Background: an optimization exercise with open tools, aiming at small area, a short achievable clock period and few clock cycles. Do not read the settings as production practice. At most, simulation tests tie the RTL to the original design; equivalence was not proved. Power is estimated from default activity; no workload was simulated.

==> run P <==
==> flow/design.v (excerpt) <==
module police_meter #(
    parameter M  = 8,            
    parameter MW = 3             
) (
    input  wire        clk,
    input  wire        rst,
    input  wire        req_valid,
    output wire        req_ready,
    input  wire [1:0]  req_op,         
    input  wire [MW-1:0] req_meter,
    input  wire [47:0] req_time,       
    input  wire [13:0] req_len,        
    input  wire [7:0]  req_event,      
    input  wire [23:0] req_rate,       
    input  wire [20:0] req_burst,      
    input  wire        req_mode,       
    input  wire [5:0]  req_overhead,   
    input  wire [7:0]  req_open_id,    
    input  wire [7:0]  req_close_id,   
    input  wire [2:0]  req_flags,      
    output reg         resp_valid,
    output reg  [1:0]  resp_code,      
    output reg  [71:0] resp_tat,
    output reg  [M-1:0] resp_gates
);
export LEC_CHECK = 0
export ABC_CLOCK_PERIOD_IN_PS = 5000
export CAP_MARGIN = 20
export CORE_MARGIN = 2
export CORE_UTILIZATION = 40
export SLEW_MARGIN = 20
create_clock -name core_clock -period 22.0 [get_ports {clk}]
run.sh (not shown) runs the stock make flow with config.mk's settings and CLKGATE_MAP_FILE= SYNTH_SCRIPT=/design/flow/synth_recipe.tcl, a recipe that flattens the netlist after the stock synthesis.
==> run B (differences from run P) <==
==> flow/flow/run.sh (new file) <==
#!/bin/bash
set -euo pipefail
export SETUP_SLACK_MARGIN=15
bash standard.sh > flow_make.log 2>&1
==> flow/standard.sh (new file) <==
#!/bin/bash
# synth_recipe.tcl (not shown) runs the flow's synth.tcl, then flattens the netlist and writes it again
# the make line also repeats each setting of config.mk as NAME=value (left out here)
make -C /OpenROAD-flow-scripts/flow DESIGN_CONFIG=/design/flow/config.mk WORK_HOME=/design/flow/orfs CLKGATE_MAP_FILE= SYNTH_SCRIPT=/design/flow/synth_recipe.tcl "${@:-finish}"
removed: flow/run.sh
==> qor summary <==
| metric | run P | run B |
|---|---|---|
| Vias after detailed routing | 94,500 | 98,200 |
| Unrepaired setup endpoints after global routing | no | yes |
| Worst setup startpoint | s2_m[1]$_DFF_P_ | s2_m[0]$_DFF_P_ |
| Final nets | 12,500 | 12,900 |
| Worst endpoint required time | 22.56 ns | 22.72 ns |
| Resized cells post-CTS | 0 | 687 |
| Detailed-route wire length per cell | 28.4 um | 29.5 um |
| Number of global-route vias before repair | 95,300 | 97,800 |
| Met2 wire length | 204 mm | 218 mm |
| Leak | 57.3 nW | 61.5 nW |
| Layout Cell Area excl Fill | 0.152 mm2 | 0.164 mm2 |
| Post-layout minimum cycle time | 11.31 ns | 8.11 ns |
| Stages on worst setup path | 27 | 48 |
| Violation count after the first detailed-route iteration | 9,758 | 11,000 |
| Maximum number of pins on one net before global-route repair | 120 | 121 |
| Worst-path fanout max | 89 | 8 |
| Worst Min Path Start | s1_time[47]$_DFFE_PP_ | s1_ev[2]$_DFFE_PP_ |
| Number of buffers inserted to repair setup after CTS | 0 | 307 |
| Comb power | 15.2 mW | 17.2 mW |
| Area growth from synthesis to final layout | 11.6% | 19.8% |
| Total Routed Length | 450 mm | 480 mm |
| Internal power | 12.9 mW | 14.3 mW |
| Met2 global-route usage | 39.8% | 42.3% |
| HPWL Detailed | 319 mm | 316 mm |
| Status | no timing/DRC/antenna violations | no timing/DRC/antenna violations |
No run of this note included a check of the RTL's function; only the layout flow was run.

---

==> inputs of trial 24 <==
Another version of the RTL of police_meter (not shown whole).
==> flow/design.v (excerpt) <==
module police_meter #(
    parameter M  = 8,            
    parameter MW = 3             
) (
    input  wire        clk,
    input  wire        rst,
    input  wire        req_valid,
    output wire        req_ready,
    input  wire [1:0]  req_op,         
    input  wire [MW-1:0] req_meter,
    input  wire [47:0] req_time,       
    input  wire [13:0] req_len,        
    input  wire [7:0]  req_event,      
    input  wire [23:0] req_rate,       
    input  wire [20:0] req_burst,      
    input  wire        req_mode,       
    input  wire [5:0]  req_overhead,   
    input  wire [7:0]  req_open_id,    
    input  wire [7:0]  req_close_id,   
    input  wire [2:0]  req_flags,      
    output reg         resp_valid,
    output reg  [1:0]  resp_code,      
    output reg  [71:0] resp_tat,
    output reg  [M-1:0] resp_gates
);
Settings: LEC_CHECK=0, ABC_CLOCK_PERIOD_IN_PS=5000, CAP_MARGIN=20, CORE_MARGIN=2, CORE_UTILIZATION=60, CTS_CLUSTER_DIAMETER=100, CTS_CLUSTER_SIZE=20, SLEW_MARGIN=20; clock period 22.0 ns.
standard.sh (not shown) runs the stock make flow with config.mk's settings and CLKGATE_MAP_FILE= SYNTH_SCRIPT=/design/flow/synth_recipe.tcl, a recipe that flattens the netlist after the stock synthesis.
==> flow/flow/run.sh <==
#!/bin/bash
set -euo pipefail
export SETUP_SLACK_MARGIN=16.3
bash standard.sh > flow_make.log 2>&1
==> trial 87: changes against trial 24 <==
==> flow/flow/run.sh (replaced) <==
#!/bin/bash
set -euo pipefail
export SETUP_SLACK_MARGIN=16
bash standard.sh > flow_make.log 2>&1
==> trial 63: changes against trial 24 <==
--- a/flow/design.v
+++ b/flow/design.v
@@ -64,19 +64,17 @@
             s0_oh    <= req_overhead;
             s0_oid   <= req_open_id;
             s0_cid   <= req_close_id;
             s0_flags <= req_flags;
         end
         s0_len <= req_len;
         s0_ev  <= req_event;
     end
-    reg          dv_first;         
     reg          dv_run;           
-    reg          dv_wbt;           
     reg          dv_fin;           
     reg  [4:0]   dv_cnt;           
     reg  [23:0]  dv_rem;
     reg  [47:0]  dv_q;             
     reg  [66:0]  dv_p;             
     reg  [1:0]   dv_d;             
     wire [1:0]   in_cls = req_rate[23]      ? 2'd3 :
                           |req_rate[22:15]  ? 2'd2 :
@@ -95,60 +93,55 @@
     end
     wire [26:0]  dv_x   = {1'b0, dv_rem, dv_q[47:46]};
     wire [26:0]  dv_d1  = dv_x - {3'd0, s0_rate};
     wire [26:0]  dv_d2  = dv_x - {2'd0, s0_rate, 1'b0};
     wire [26:0]  dv_d3  = dv_x - {3'd0, s0_rate} - {2'd0, s0_rate, 1'b0};
     wire [1:0]   dv_dig = !dv_d3[26] ? 2'd3 : !dv_d2[26] ? 2'd2 : !dv_d1[26] ? 2'd1 : 2'd0;
     wire [23:0]  dv_remn = !dv_d3[26] ? dv_d3[23:0] : !dv_d2[26] ? dv_d2[23:0] :
                            !dv_d1[26] ? dv_d1[23:0] : dv_x[23:0];
-    wire [66:0]  dv_pp  = dv_first ? 67'd0 : dv_p;
-    wire [23:0]  dv_plo = {1'b0, dv_pp[20:0], 2'b00} +
+    wire [23:0]  dv_plo = {1'b0, dv_p[20:0], 2'b00} +
                           (dv_d[1] ? {2'b0, s0_burst, 1'b0} : 24'd0) +
                           (dv_d[0] ? {3'b0, s0_burst}       : 24'd0);
-    wire [43:0]  dv_phi = dv_pp[64:21] + {43'd0, dv_plo[23]};
+    wire [43:0]  dv_phi = dv_p[64:21] + {43'd0, dv_plo[23]};
     wire [66:0]  dv_pn  = {dv_phi, dv_plo[22:0]};
     always @(posedge clk) begin
         if (rst) begin
             rdy      <= 1'b1;
             s0_v     <= 1'b0;
-            dv_first <= 1'b0;
             dv_run   <= 1'b0;
             dv_fin   <= 1'b0;
-            dv_wbt   <= 1'b0;
         end else begin
-            dv_first <= 1'b0;
-            dv_wbt   <= dv_fin;
             dv_fin   <= 1'b0;
             if (rdy) begin
                 s0_v <= req_valid;
                 if (acc_commit) begin
                     rdy      <= 1'b0;
-                    dv_first <= 1'b1;
                     dv_run   <= 1'b1;
                 end
             end
             if (dv_run && dv_cnt == 5'd0) begin
                 dv_run <= 1'b0;
                 dv_fin <= 1'b1;
                 rdy    <= 1'b1;
             end
         end
         if (acc_commit) begin
             dv_rem <= dv_rem0;
             dv_q   <= dv_q0;
             dv_cnt <= dv_n0;
+            dv_p   <= 67'd0;
             dv_d   <= 2'd0;
         end else begin
             dv_rem <= dv_remn;
             dv_q   <= {dv_q[45:0], dv_dig};
             dv_cnt <= dv_cnt - 5'd1;
+            dv_p   <= dv_pn;
             dv_d   <= dv_dig;
         end
-        dv_p <= dv_pn;
     end
     reg          s1_v;
     reg  [1:0]   s1_op;
     reg  [MW-1:0] s1_m;
     reg  [47:0]  s1_time;
     reg  [7:0]   s1_ev;            
     reg  [14:0]  s1_x;
     wire [46:0]  rd_t   = tper[s1_m];
@@ -171,23 +164,22 @@
             s1_v <= s0_v && (s0_op != OP_COMMIT || dv_fin);
         s1_op   <= s0_op;
         s1_m    <= s0_m;
         s1_time <= s0_time;
         s1_ev   <= (s0_op == OP_COMMIT) ? {3'd0, c_ogc, c_chg, s0_flags} : s0_ev;
         s1_x    <= (s0_op == OP_COMMIT) ? 15'd0 : {1'b0, s0_len} + {9'd0, xoh[s0_m]};
         if (dv_fin) begin
             tper[s0_m] <= dv_q[46:0];
+            btv[s0_m]  <= dv_pn;
             xoh[s0_m]  <= s0_mode ? s0_oh : 6'd0;
             oid[s0_m]  <= s0_oid;
             cid[s0_m]  <= s0_cid;
             gctl[s0_m] <= s0_flags[0];
         end
-        if (dv_wbt)
-            btv[s1_m] <= dv_p;
     end
     wire [61:0]  s2_ms;
     wire [61:0]  s2_mc;
     wire mb_one0 = s1_x[0] ^ 1'b0;
     wire mb_two0 = (s1_x[1] & ~s1_x[0] & ~1'b0) | (~s1_x[1] & s1_x[0] & 1'b0);
     wire mb_neg0 = s1_x[1] & ~(s1_x[0] & 1'b0);
     wire mb_p0_0 = ((mb_one0 & rd_t[0])) ^ mb_neg0;
     wire mb_p0_1 = ((mb_one0 & rd_t[1]) | (mb_two0 & rd_t[0])) ^ mb_neg0;
==> flow/flow/run.sh (replaced) <==
#!/bin/bash
set -euo pipefail
export SETUP_SLACK_MARGIN=16
bash standard.sh > flow_make.log 2>&1
CTS_CLUSTER_DIAMETER = unset   (was 100)
CTS_CLUSTER_SIZE = unset   (was 20)
==> results.cfg <==
[status]
status = no timing/DRC/antenna violations

[sta]
hold_slack_ps = 309

[finish]
seq_cell_count = 2611
seqCellArea_mm2 = 0.0705
layout_common_cells = edfxtp_1 (1,796), inv_1 (850), ha_1 (704)

[setup_path]
path_cells = buf_6
max_stage_delay_ps = 410
cp-end-kind = output pin

[global_routing]
grt_start_max_net_pins = 79

[floorplan]
initial_core_util_pct = 60.5

[synthesis]
synthSimpleGateAreaFrac_pct = 6.45

[routing]
routed_wl_um = 423000

[hold_path]
worstHoldStart = s1_ev[3]
That was trial 24.
==> results.cfg <==
[global_routing]
grt_start_max_net_pins = 163

[routing]
routed_wl_um = 404000

[synthesis]
synthSimpleGateAreaFrac_pct = 6.19

[setup_path]
path_cells = buf_12 -> buf_4 -> bufbuf_16 -> mux4_2 -> mux2i_1 -> ha_1 -> o21ai_0 -> nor4_1 -> nand4_1 -> a2111oi_1 -> nand4_1 -> a2111oi_0 -> nand4_1 -> o32a_1
max_stage_delay_ps = 880

[finish]
seqCellArea_mm2 = 0.0702
seq_cell_count = 2607

[hold_path]
worstHoldStart = s1_time[46]

[sta]
hold_slack_ps = 285

[floorplan]
initial_core_util_pct = 60.2

[status]
status = no timing/DRC/antenna violations
That was trial 63.
==> results.cfg <==
[finish]
layout_common_cells = edfxtp_1 (1,796), inv_1 (854), dfxtp_1 (775)
seq_cell_count = 2611

[status]
status = no timing/DRC/antenna violations

[synthesis]
synthSimpleGateAreaFrac_pct = 6.45

[sta]
hold_slack_ps = 296

[hold_path]
worstHoldStart = s0_time[4]

[setup_path]
max_stage_delay_ps = 380
cp-end-kind = output pin

[global_routing]
grt_start_max_net_pins = 92

[floorplan]
initial_core_util_pct = 60.5
That was trial 87.
Testbench counts of trial 24, summed over its fixed seeds: cycles 26,348.
Testbench counts of trial 87, summed over its fixed seeds: cycles 26,348.
Testbench counts of trial 63, summed over its fixed seeds: cycles 26,348.

[what the ideal ports hide]
How much do the figures lean on ideal ports? The routed layouts below were timed once more, with nothing changed but the port constraints.
Step 1, drivers: a clkbuf_16 drives clk and a buf_2 each remaining input, both assumed.
Step 2 adds t to the input delays and takes it off the output delays; t is the mean of the earliest and latest rising clock arrival at the registers after step 1. Input paths then give back, and output paths get back, about the clock's delay inside the block.
a / b / c = ideal ports / drivers / drivers and shift; a / b = the first two.
run	shift t [ns]	setup slack, ns	hold slack, ns	worst slew at a driven data input, ns	cell pins on the clock port's net
run P	1.013	10.694 / 10.694 / 10.694	0.336 / 0.336 / 0.336	0.13	1
run B	1.024	13.888 / 13.888 / 13.888	0.333 / 0.333 / 0.333	0.13	1
trial 24	0.939	16.233 / 16.127 / 15.529	0.309 / 0.309 / 0.309	0.08	1
trial 87	0.939	16.047 / 15.949 / 15.222	0.296 / 0.296 / 0.296	0.09	1
trial 63	1.008	15.921 / 15.921 / 15.159	0.285 / 0.285 / 0.285	0.10	1
After both steps every run listed still meets setup and hold. The setup slack of trial 87, which loses most, moves by -0.098 ns with the drivers and by -0.825 ns with both steps.
